From an optimization exercise on the open Yosys and OpenROAD flow, aimed at small area; shortcuts taken in it are not production practice.
For this run, only the layout was checked, not whether the RTL still works.
Power figures rest on the tool's default switching activity, not on a simulated workload.

==> design/flow/config.mk <==
export PLATFORM = sky130hd
export DESIGN_NAME = drv_unit
export DESIGN_NICKNAME = drv_unit
export VERILOG_FILES = /design/flow/design.v
export SDC_FILE = /design/flow/constraint.sdc
export NUM_CORES = 4
export LEC_CHECK = 0
export CAP_MARGIN = 50
export CORE_MARGIN = 2
export CORE_UTILIZATION = 40
export PLACE_DENSITY = 0.6
export SLEW_MARGIN = 50
==> design/flow/constraint.sdc <==
create_clock -name core_clock -period 22.0 [get_ports {clk}]
set_input_delay 4.4000 -clock core_clock [delete_from_list [all_inputs] [get_ports {clk}]]
set_output_delay 4.4000 -clock core_clock [all_outputs]
set_load 0.01 [all_outputs]
==> design/flow/design.v <==
module drv_channel (
    input  wire        clk,
    input  wire        rst_n,
    input  wire        we,
    input  wire [4:0]  wsub,
    input  wire [15:0] wdata,
    output reg         wacc,        
    input  wire [4:0]  rsub,
    output reg  [31:0] rdata,       
    input  wire        flt_pin,
    output wire        drv_a,
    output wire        drv_b,
    output wire        flt_route,
    output reg         ev_latch,
    output reg         ev_rel,
    output reg         ev_trip
);
    localparam [1:0] ST_STOP  = 2'd0;
    localparam [1:0] ST_RUN   = 2'd1;
    localparam [1:0] ST_LATCH = 2'd2;
    localparam [4:0] S_CFG     = 5'h01;
    localparam [4:0] S_PERIOD  = 5'h02;
    localparam [4:0] S_COMPARE = 5'h03;
    localparam [4:0] S_CAP     = 5'h04;
    localparam [4:0] S_DTA     = 5'h05;
    localparam [4:0] S_DTB     = 5'h06;
    localparam [4:0] S_MINP    = 5'h07;
    localparam [4:0] S_BLANK   = 5'h08;
    localparam [4:0] S_GF      = 5'h09;
    localparam [4:0] S_TRIPN   = 5'h0A;
    localparam [4:0] S_CLEANM  = 5'h0B;
    localparam [4:0] S_STATE   = 5'h0C;
    localparam [4:0] S_FCOUNT  = 5'h0D;
    localparam [4:0] S_CLEAN   = 5'h0E;
    localparam [4:0] S_TRIPPED = 5'h0F;
    localparam [4:0] S_STRETCH = 5'h11;
    localparam [4:0] S_LATCHN  = 5'h12;
    localparam [4:0] S_ONTICKS = 5'h14;
    localparam [4:0] S_CTRL    = 5'h15;
    localparam [4:0] S_FLAGS   = 5'h16;
    localparam [4:0] S_CLEAR   = 5'h17;
    localparam [4:0] S_RUN     = 5'h18;
    reg        cfg_aonly;
    reg        cfg_pol;
    reg        cfg_byp;
    reg        cfg_en;
    reg [7:0]  dt_a, dt_b, minp, blank, trip_n;
    reg [3:0]  flt_gf;
    reg [15:0] clean_m;
    reg [15:0] per_act, cmp_act, cap_act;
    reg [15:0] per_sh,  cmp_sh,  cap_sh;
    reg        per_pend, cmp_pend, cap_pend;
    reg [1:0]  state;
    reg        rel_pend;        
    reg [15:0] cnt;
    reg        trp;             
    reg [7:0]  hi_prev, lo_prev;    
    reg        a_q, b_q;            
    reg        a1_q, b1_q;          
    reg [7:0]  a_len, b_len;        
    reg [7:0]  a_lo, b_lo;          
    reg        s1, s2, fcond;
    reg [3:0]  gcnt;
    reg [7:0]  fcount;
    reg [15:0] clean_run;
    reg [31:0] tripped_periods;
    reg [31:0] stretches;
    reg [15:0] latch_count;
    wire stopped = (state == ST_STOP);
    reg  refuse;
    always @(*) begin
        case (wsub)
            S_CFG:     refuse = !stopped || (wdata[11:8] != 4'd0) || (wdata[7:6] > 2'd1);
            S_PERIOD:  refuse = (wdata < 16'd64);
            S_COMPARE: refuse = 1'b0;
            S_CAP:     refuse = 1'b0;
            S_DTA, S_DTB, S_MINP, S_BLANK, S_TRIPN:
                       refuse = !stopped || (wdata > 16'd255);
            S_GF:      refuse = !stopped || (wdata > 16'd15);
            S_CLEANM:  refuse = !stopped || (wdata == 16'd0);
            S_CTRL:    refuse = (wdata != 16'd1);
            S_CLEAR:   refuse = 1'b0;
            S_RUN:     refuse = (wdata > 16'd1);
            default:   refuse = 1'b1;
        endcase
        wacc = we && !refuse;
    end
    wire w_per = wacc && (wsub == S_PERIOD);
    wire w_cmp = wacc && (wsub == S_COMPARE);
    wire w_cap = wacc && (wsub == S_CAP);
    wire [15:0] per_sh_n  = w_per ? wdata : per_sh;
    wire [15:0] cmp_sh_n  = w_cmp ? wdata : cmp_sh;
    wire [15:0] cap_sh_n  = w_cap ? wdata : cap_sh;
    wire        per_pend_n = per_pend | w_per;
    wire        cmp_pend_n = cmp_pend | w_cmp;
    wire        cap_pend_n = cap_pend | w_cap;
    wire do_stop  = wacc && (wsub == S_RUN) && !wdata[0] && (state == ST_RUN);
    wire do_start = wacc && (wsub == S_RUN) &&  wdata[0] && stopped;
    wire do_rel   = wacc && (wsub == S_CTRL) && (state == ST_LATCH);
    wire do_clear = wacc && (wsub == S_CLEAR) && wdata[1];
    wire ctr_on = !stopped;
    wire wrap   = ctr_on && (cnt == per_act - 16'd1);
    wire [15:0] c_eff    = (cmp_act < cap_act) ? cmp_act : cap_act;
    wire [31:0] product  = c_eff * per_act;
    wire [15:0] q0       = product[31:16];
    wire [16:0] q_sum    = {1'b0, q0} + {1'b0, product[15:0]};
    wire [15:0] on_ticks = q0 + {15'd0, (q_sum >= 17'd65535)};
    wire out_en = (state == ST_RUN);
    wire x_raw  = (cnt < on_ticks);
    wire flt_p  = flt_pin ^ cfg_pol;
    wire flt_c  = (flt_gf == 4'd0) ? s2 : fcond;
    wire ch_flt = cfg_en && flt_c;
    assign flt_route = cfg_byp ? flt_p : flt_c;
    wire trip_now = out_en && ch_flt && x_raw && !trp && a_q && (a_len >= blank);
    wire trp_eff  = trp || trip_now;
    wire x        = out_en && x_raw && !trp_eff;
    wire count_trip = trip_now && !do_stop;
    wire [8:0] fcount_inc = {1'b0, fcount} + 9'd1;
    wire latch_now  = count_trip && (trip_n != 8'd0) && (fcount_inc >= {1'b0, trip_n});
    wire a_hold = out_en && a_q && (a_len < minp) && !trp_eff;
    wire b_hold = out_en && !cfg_aonly && b_q && (b_len < minp);
    wire a1 = x && (hi_prev >= dt_a) && (b_lo >= dt_a) && !b_hold;
    wire b1 = out_en && !cfg_aonly && !x && (lo_prev >= dt_b) && (a_lo >= dt_b) && !a_hold;
    wire a_nxt  = a1 || a_hold;
    wire b_nxt  = b1 || b_hold;
    wire st_a   = a1_q && !a1 && a_hold;
    wire st_b   = b1_q && !b1 && b_hold;
    assign drv_a = a_q;
    assign drv_b = b_q;
    function [7:0] sat8;
        input [7:0] v;
        sat8 = (v == 8'hFF) ? v : v + 8'd1;
    endfunction
    wire xfer = stopped || do_stop || wrap;
    always @(posedge clk) begin
        if (!rst_n) begin
            cfg_aonly <= 1'b0;
            cfg_pol   <= 1'b0;
            cfg_byp   <= 1'b0;
            cfg_en    <= 1'b1;
            dt_a      <= 8'd15;
            dt_b      <= 8'd15;
            minp      <= 8'd0;
            blank     <= 8'd0;
            trip_n    <= 8'd0;
            flt_gf    <= 4'd0;
            clean_m   <= 16'd16;
            per_act   <= 16'd1000;
            cmp_act   <= 16'h0000;
            cap_act   <= 16'hFFFF;
            per_sh    <= 16'd1000;
            cmp_sh    <= 16'h0000;
            cap_sh    <= 16'hFFFF;
            per_pend  <= 1'b0;
            cmp_pend  <= 1'b0;
            cap_pend  <= 1'b0;
            state     <= ST_STOP;
            rel_pend  <= 1'b0;
            cnt       <= 16'd0;
            trp       <= 1'b0;
            hi_prev   <= 8'd0;
            lo_prev   <= 8'd0;
            a_q       <= 1'b0;
            b_q       <= 1'b0;
            a1_q      <= 1'b0;
            b1_q      <= 1'b0;
            a_len     <= 8'd0;
            b_len     <= 8'd0;
            a_lo      <= 8'd0;
            b_lo      <= 8'd0;
            s1        <= 1'b0;
            s2        <= 1'b0;
            fcond     <= 1'b0;
            gcnt      <= 4'd0;
            fcount    <= 8'd0;
            clean_run <= 16'd0;
            tripped_periods <= 32'd0;
            stretches <= 32'd0;
            latch_count <= 16'd0;
            ev_latch  <= 1'b0;
            ev_rel    <= 1'b0;
            ev_trip   <= 1'b0;
        end else begin
            ev_latch <= 1'b0;
            ev_rel   <= 1'b0;
            ev_trip  <= 1'b0;
            if (wacc && wsub == S_CFG) begin
                cfg_aonly <= wdata[6];
                cfg_pol   <= wdata[4];
                cfg_byp   <= wdata[3];
                cfg_en    <= wdata[2];
            end
            if (wacc && wsub == S_DTA)    dt_a    <= wdata[7:0];
            if (wacc && wsub == S_DTB)    dt_b    <= wdata[7:0];
            if (wacc && wsub == S_MINP)   minp    <= wdata[7:0];
            if (wacc && wsub == S_BLANK)  blank   <= wdata[7:0];
            if (wacc && wsub == S_TRIPN)  trip_n  <= wdata[7:0];
            if (wacc && wsub == S_GF)     flt_gf  <= wdata[3:0];
            if (wacc && wsub == S_CLEANM) clean_m <= wdata;
            per_sh <= per_sh_n;
            cmp_sh <= cmp_sh_n;
            cap_sh <= cap_sh_n;
            if (xfer) begin
                if (per_pend_n) per_act <= per_sh_n;
                if (cmp_pend_n) cmp_act <= cmp_sh_n;
                if (cap_pend_n) cap_act <= cap_sh_n;
                per_pend <= 1'b0;
                cmp_pend <= 1'b0;
                cap_pend <= 1'b0;
            end else begin
                per_pend <= per_pend_n;
                cmp_pend <= cmp_pend_n;
                cap_pend <= cap_pend_n;
            end
            if (do_stop || stopped)
                cnt <= 16'd0;
            else if (wrap)
                cnt <= 16'd0;
            else
                cnt <= cnt + 16'd1;
            if (do_stop || wrap || !out_en)
                trp <= 1'b0;
            else
                trp <= trp_eff;
            if (do_stop) begin
                state    <= ST_STOP;
                rel_pend <= 1'b0;
            end else if (do_start) begin
                state <= ST_RUN;
            end else if (latch_now) begin
                state     <= ST_LATCH;
                fcount    <= trip_n;
                clean_run <= 16'd0;
                ev_latch  <= 1'b1;
                if (fcount == 8'd0) ev_trip <= 1'b1;
            end else if (state == ST_RUN && wrap) begin
                if (trp_eff) begin
                    fcount    <= sat8(fcount);
                    clean_run <= 16'd0;
                    if (fcount == 8'd0) ev_trip <= 1'b1;
                end else if ({1'b0, clean_run} + 17'd1 >= {1'b0, clean_m}) begin
                    fcount    <= 8'd0;
                    clean_run <= 16'd0;
                end else begin
                    clean_run <= clean_run + 16'd1;
                end
            end else if (state == ST_LATCH) begin
                if (do_rel) begin
                    fcount    <= 8'd0;
                    clean_run <= 16'd0;
                    ev_rel    <= 1'b1;
                end
                if ((rel_pend || do_rel) && wrap) begin
                    state    <= ST_RUN;
                    rel_pend <= 1'b0;
                end else if (do_rel) begin
                    rel_pend <= 1'b1;
                end
            end
            tripped_periods <= (do_clear ? 32'd0 : tripped_periods)
                             + {31'd0, latch_now || (!do_stop && state == ST_RUN && wrap && trp_eff)};
            stretches <= (do_clear ? 32'd0 : stretches) + {31'd0, st_a} + {31'd0, st_b};
            if (do_clear)
                latch_count <= {15'd0, latch_now};
            else if (latch_now && latch_count != 16'hFFFF)
                latch_count <= latch_count + 16'd1;
            if (!out_en) begin
                hi_prev <= 8'd0;
                lo_prev <= 8'd0;
            end else if (x) begin
                hi_prev <= sat8(hi_prev);
                lo_prev <= 8'd0;
            end else begin
                hi_prev <= 8'd0;
                lo_prev <= sat8(lo_prev);
            end
            a_q   <= a_nxt;
            b_q   <= b_nxt;
            a1_q  <= a1;
            b1_q  <= b1;
            a_len <= a_nxt ? sat8(a_len) : 8'd0;
            b_len <= b_nxt ? sat8(b_len) : 8'd0;
            a_lo  <= a_nxt ? 8'd0 : sat8(a_lo);
            b_lo  <= b_nxt ? 8'd0 : sat8(b_lo);
            s1 <= flt_p;
            s2 <= s1;
            if (s2 == fcond) begin
                gcnt <= 4'd0;
            end else if ({1'b0, gcnt} + 5'd1 >= {1'b0, flt_gf}) begin
                fcond <= s2;
                gcnt  <= 4'd0;
            end else begin
                gcnt <= gcnt + 4'd1;
            end
        end
    end
    always @(*) begin
        case (rsub)
            S_CFG:     rdata = {16'd0, 8'd0, 1'b0, cfg_aonly, 1'b0, cfg_pol, cfg_byp, cfg_en, 2'b00};
            S_PERIOD:  rdata = {16'd0, per_act};
            S_COMPARE: rdata = {16'd0, cmp_act};
            S_CAP:     rdata = {16'd0, cap_act};
            S_DTA:     rdata = {24'd0, dt_a};
            S_DTB:     rdata = {24'd0, dt_b};
            S_MINP:    rdata = {24'd0, minp};
            S_BLANK:   rdata = {24'd0, blank};
            S_GF:      rdata = {28'd0, flt_gf};
            S_TRIPN:   rdata = {24'd0, trip_n};
            S_CLEANM:  rdata = {16'd0, clean_m};
            S_STATE:   rdata = {30'd0, state};
            S_FCOUNT:  rdata = {24'd0, fcount};
            S_CLEAN:   rdata = {16'd0, clean_run};
            S_TRIPPED: rdata = tripped_periods;
            S_STRETCH: rdata = stretches;
            S_LATCHN:  rdata = {16'd0, latch_count};
            S_ONTICKS: rdata = {16'd0, on_ticks};
            S_FLAGS:   rdata = {24'd0, 5'd0, flt_c, (cap_act < cmp_act), 1'b0};
            default:   rdata = 32'd0;
        endcase
    end
endmodule
module drv_unit (
    input  wire        clk,
    input  wire        rst_n,
    input  wire        wr_en,
    input  wire [1:0]  wr_ch,
    input  wire [4:0]  wr_sub,
    input  wire [15:0] wr_data,
    output reg         wr_ack,
    output reg         wr_nak,
    input  wire [1:0]  rd_ch,
    input  wire [4:0]  rd_sub,
    output reg  [31:0] rd_data,
    input  wire [3:0]  flt,
    output wire [3:0]  drv_a,
    output wire [3:0]  drv_b,
    output wire [3:0]  flt_route,
    output wire [3:0]  evt_latched,
    output wire [3:0]  evt_released,
    output wire [3:0]  evt_tripping
);
    wire [3:0]  acc;
    wire [31:0] rdata [0:3];
    genvar i;
    generate
        for (i = 0; i < 4; i = i + 1) begin : g_ch
            drv_channel u_ch (
                .clk       (clk),
                .rst_n     (rst_n),
                .we        (wr_en && (wr_ch == i)),
                .wsub      (wr_sub),
                .wdata     (wr_data),
                .wacc      (acc[i]),
                .rsub      (rd_sub),
                .rdata     (rdata[i]),
                .flt_pin   (flt[i]),
                .drv_a     (drv_a[i]),
                .drv_b     (drv_b[i]),
                .flt_route (flt_route[i]),
                .ev_latch  (evt_latched[i]),
                .ev_rel    (evt_released[i]),
                .ev_trip   (evt_tripping[i])
            );
        end
    endgenerate
    always @(posedge clk) begin
        if (!rst_n) begin
            wr_ack  <= 1'b0;
            wr_nak  <= 1'b0;
            rd_data <= 32'd0;
        end else begin
            wr_ack  <= wr_en &&  acc[wr_ch];
            wr_nak  <= wr_en && !acc[wr_ch];
            rd_data <= rdata[rd_ch];
        end
    end
endmodule
==> design/flow/run.sh <==
#!/bin/bash
# synth_recipe.tcl (not shown) runs the flow's synth.tcl, then flattens the netlist and writes it again
# the make line also repeats each setting of config.mk as NAME=value (left out here)
make -C /OpenROAD-flow-scripts/flow DESIGN_CONFIG=/design/flow/config.mk WORK_HOME=/design/flow/orfs CLKGATE_MAP_FILE= SYNTH_SCRIPT=/design/flow/synth_recipe.tcl finish
==> qor.csv <==
metric,value,unit
Min-Delay Path Class,flop to flop,
crit-path max FO,20,
post-synthesis sequential area ratio,24.7,%
worst setup path startpoint,g_ch[2].u_ch.cmp_act[1]$_SDFFE_PN0P_,
FF-to-FF setup slack,3.88,ns
Starting Density,40.3,%
largest net degree at the start of global routing,97,
Hold Slack,0.433,ns
CP Capture Type,flop,
routability congestion estimate,0.976,
CTS buffer count,168,
I/O Buffers,94,
Post-Syn Instances,14000,
CTS max path bufs,4,
CTS tree,yes,
CTS resizes,0,
"Setup Fix Bufs, Post-CTS",0,
final core occ,44.2,%
Reg-to-Reg End,g_ch[2].u_ch.tripped_periods[26]$_SDFF_PN0_,
Clock transition at path regs,0.06,ns
Chip Height,543,um
minimum clock period,18.12,ns
Hold Buf Count CTS,0,
Cells after DPL,17300,
Reg2Reg Depth,65,
share of layout cells above drive strength 1,6.28,%
top cell type's share of synthesized area,24.7,%
Ys Warns,2,
post-place setup slack,4.00,ns
Slew @ Worst Pin,0.880,ns
synthesized area,116000,um^2
Peak supply drop,0.0652,mV
fin nets,15600,
Root Buffer,clkbuf_16,
initial antenna violation count,43,
Pwr Total,5.81,mW
Total GRT Usage,27.8,%
DR pass1 iterations,7,
CP required,22.68,ns
later-pin clock latency in the skew report,0.88,ns
core box area,288000,um^2
vias in the first global route,96900,
Synth async-reset ratio,0,%
Worst Setup EP,g_ch[2].u_ch.tripped_periods[26]$_SDFF_PN0_,
detailed placement HPWL,314,mm
RSZ-0062 raised after global routing,no,
Die W,543,um
ys flop type,dfxtp_1,
Die Area,295000,um^2
critical path's slowest cell,or4b_2,
cell area after layout,128000,um^2
Setup Viol. Count Final,0,
top post-synthesis cells by count,"nand2_1 (1461), dfxtp_1 (1430), inv_1 (1429)",
routed len/inst,23.7,um
Iteration-0 DRC Markers,10500,
RR Startpoint,g_ch[2].u_ch.cmp_act[1]$_SDFFE_PN0P_,
"Slew Viols, Final",0,
most common cell in the netlist,nand2_1,
total number of vias,102000,
Leakage Power,54.0,nW
Synth Area per Inst,8.32,um^2
routed wire length,418,mm
Finished Layout Cells,17700,
Worst EP arrival,18.79,ns
final hold vios,0,
"Net Count, Synth",15800,
Yosys cell types,94,
DRC,0,
row count,197,
post-route ant nets,0,
DP Area,122000,um^2
# IOs,95,
Final Skew,0.0967,ns
startpoint types,flop,
Post-Route Setup TNS,0,ns
Max Clk Rate,55.2,MHz
first-pass GRT wire length,627,mm
clock sink count,1430,
number of synthesized register bits,1430,
htree depth,4,
Max stage delay on crit path,0.67,ns
status,finished clean,
post-synth top area cell,dfxtp_1,
WS Path Type,flop to flop,
max-cap violations,0,
GR Overflow Total,0,
ranking of synthesized cells by area,"dfxtp_1 (25%), fa_1 (14%), ha_1 (11%)",
vias per cell,5.75,
Post-synth EDFFs,0,
Final period util,82.4,%
Final WS setup,3.88,ns
Power Density,45.5,nW/um^2
slew margin rel.,40.9,%
Area Growth Syn to Fin,9.82,%
most frequent CP cell,ha_1,
==> worst min-delay path by stage <==
| stage | from | endpoint | slack [ns] | cells after the start |
|---|---|---|---|---|
| after floorplan | g_ch[0].u_ch.s1$_SDFF_PN0_ | g_ch[0].u_ch.s2$_SDFF_PN0_ | 0.41 | 1 |
| after global placement | g_ch[1].u_ch.s1$_SDFF_PN0_ | g_ch[1].u_ch.s2$_SDFF_PN0_ | 0.41 | 1 |
| after detailed placement | g_ch[0].u_ch.s1$_SDFF_PN0_ | g_ch[0].u_ch.s2$_SDFF_PN0_ | 0.42 | 1 |
| after CTS | g_ch[0].u_ch.s1$_SDFF_PN0_ | g_ch[0].u_ch.s2$_SDFF_PN0_ | 0.43 | 1 |
| after global routing | g_ch[3].u_ch.s1$_SDFF_PN0_ | g_ch[3].u_ch.s2$_SDFF_PN0_ | 0.46 | 1 |
| final | g_ch[0].u_ch.s1$_SDFF_PN0_ | g_ch[0].u_ch.s2$_SDFF_PN0_ | 0.43 | 1 |
==> where the power goes <==
group | internal, mW | total (mW) | switching, mW
combinational | 0.0579 | 0.260 | 0.202
clock | 1.73 | 2.94 | 1.21
sequential | 2.60 | 2.60 | 0.00714
==> cells by family (layout without fill, tap and decap cells) <==
| group | count (synthesis) | after routing | share of synthesized area [%] |
|---|---|---|---|
| adders and majority gates | 1789 | 1789 | 24.3 |
| DFF | 1430 | 1430 | 24.7 |
| buffers and inverters | 2162 | 2060 | 7.10 |
| muxes | 494 | 494 | 4.34 |
| xor gates and xnor gates | 723 | 723 | 5.45 |
| and+or+nand+nor | 5058 | 5058 | 20.7 |
| other | 0 | 20 | 0 |
| AOI/OAI and AO/OA | 2306 | 2306 | 13.4 |
==> state kept, by name, indices dropped and copies added, names as in the netlist, 64 cells and up <==
name	cells
g_ch.u_ch.tripped_periods	128
g_ch.u_ch.clean_run	64
g_ch.u_ch.cmp_act	64
g_ch.u_ch.cnt	64
g_ch.u_ch.latch_count	64
g_ch.u_ch.per_sh	64
g_ch.u_ch.stretches	128
g_ch.u_ch.cap_sh	64
g_ch.u_ch.per_act	64
g_ch.u_ch.clean_m	64
g_ch.u_ch.cmp_sh	64
g_ch.u_ch.cap_act	64
==> cell type report <==
type	count	area, um^2
Tap cell	3781	4730
Antenna cell	20	50.0
Sequential cell	1430	28600
Multi-Input combinational cell	10400	80200
Timing Repair Buffer	334	2850
Inverter	1434	5390
Clock buffer	236	4830
Fill cell	28700	161000
Clock inverter	56	828
==> per-layer routing <==
metal | routed length, um | track usage, %
met1 | 175000 | 36.9
met4 | 25100 | 14.3
met3 | 35700 | 4.96
met2 | 182000 | 43.2
met5 | 113 | 0
==> critical path, delay by kind of cell, from the launching register on <==
family	cells	cell delay, ns
AO/OA/AOI/OAI	16	3.41
XOR/XNOR	3	0.59
adder cells (fa/ha/maj)	14	5.48
AND/OR/NAND/NOR	25	6.91
buffers and inverters	6	0.62
multiplexers	1	0.56
flip-flops	1	0.40
==> cell usage in the layout (no fill, tap or decap), types with 40 or more instances in the layout <==
cell type        count
a21o_1             310
a22oi_1            231
clkbuf_16          170
and2_1             442
ha_1              1005
nand4_1            194
nand3b_1            40
or3_1               95
xnor2_1            370
clkdlybuf4s50_1     75
a211oi_1           102
dfxtp_1           1415
a221oi_1            71
a22o_1              48
mux2i_1            416
nor2b_1             99
o21ai_0            357
xor2_1             343
nor3b_1             40
and3_1             190
nor2_1            1327
buf_4              215
nor2_2              45
mux2_2              74
fa_1               784
a31oi_1             98
nand2b_1           118
o21a_1              63
nor4_1              70
o31ai_1             62
a21oi_1            505
nand3_1            480
nor3_1             240
inv_1             1427
nand2_1           1451
o211ai_1            90

## static timing again, ports no longer ideal
Ports are ideal in the flow. The routed layout listed here was re-timed in OpenROAD. Step 1 sets driving cells, clkbuf_16 on the clock port and buf_2 on the other inputs (assumed; they add their load-dependent delay and slew). Step 2 also shifts input and output timing later by t, the mid clock arrival at the registers, as if the neighbouring blocks saw the same clock. Slacks: ideal ports / drivers / drivers and shift; pairs: ideal ports / drivers.
shift t [ns]: 0.919
setup WS [ns]: 3.882 / 3.882 / 3.882
hold WS [ns]: 0.433 / 0.433 / 0.433
clock arrival spread, ns: 0.102 / 0.102
worst slew at a driven data input, ns: 0.23
After both steps this run still meets setup and hold. For this run, drivers alone change the setup slack by 0.000 ns; drivers and shift together by 0.000 ns.
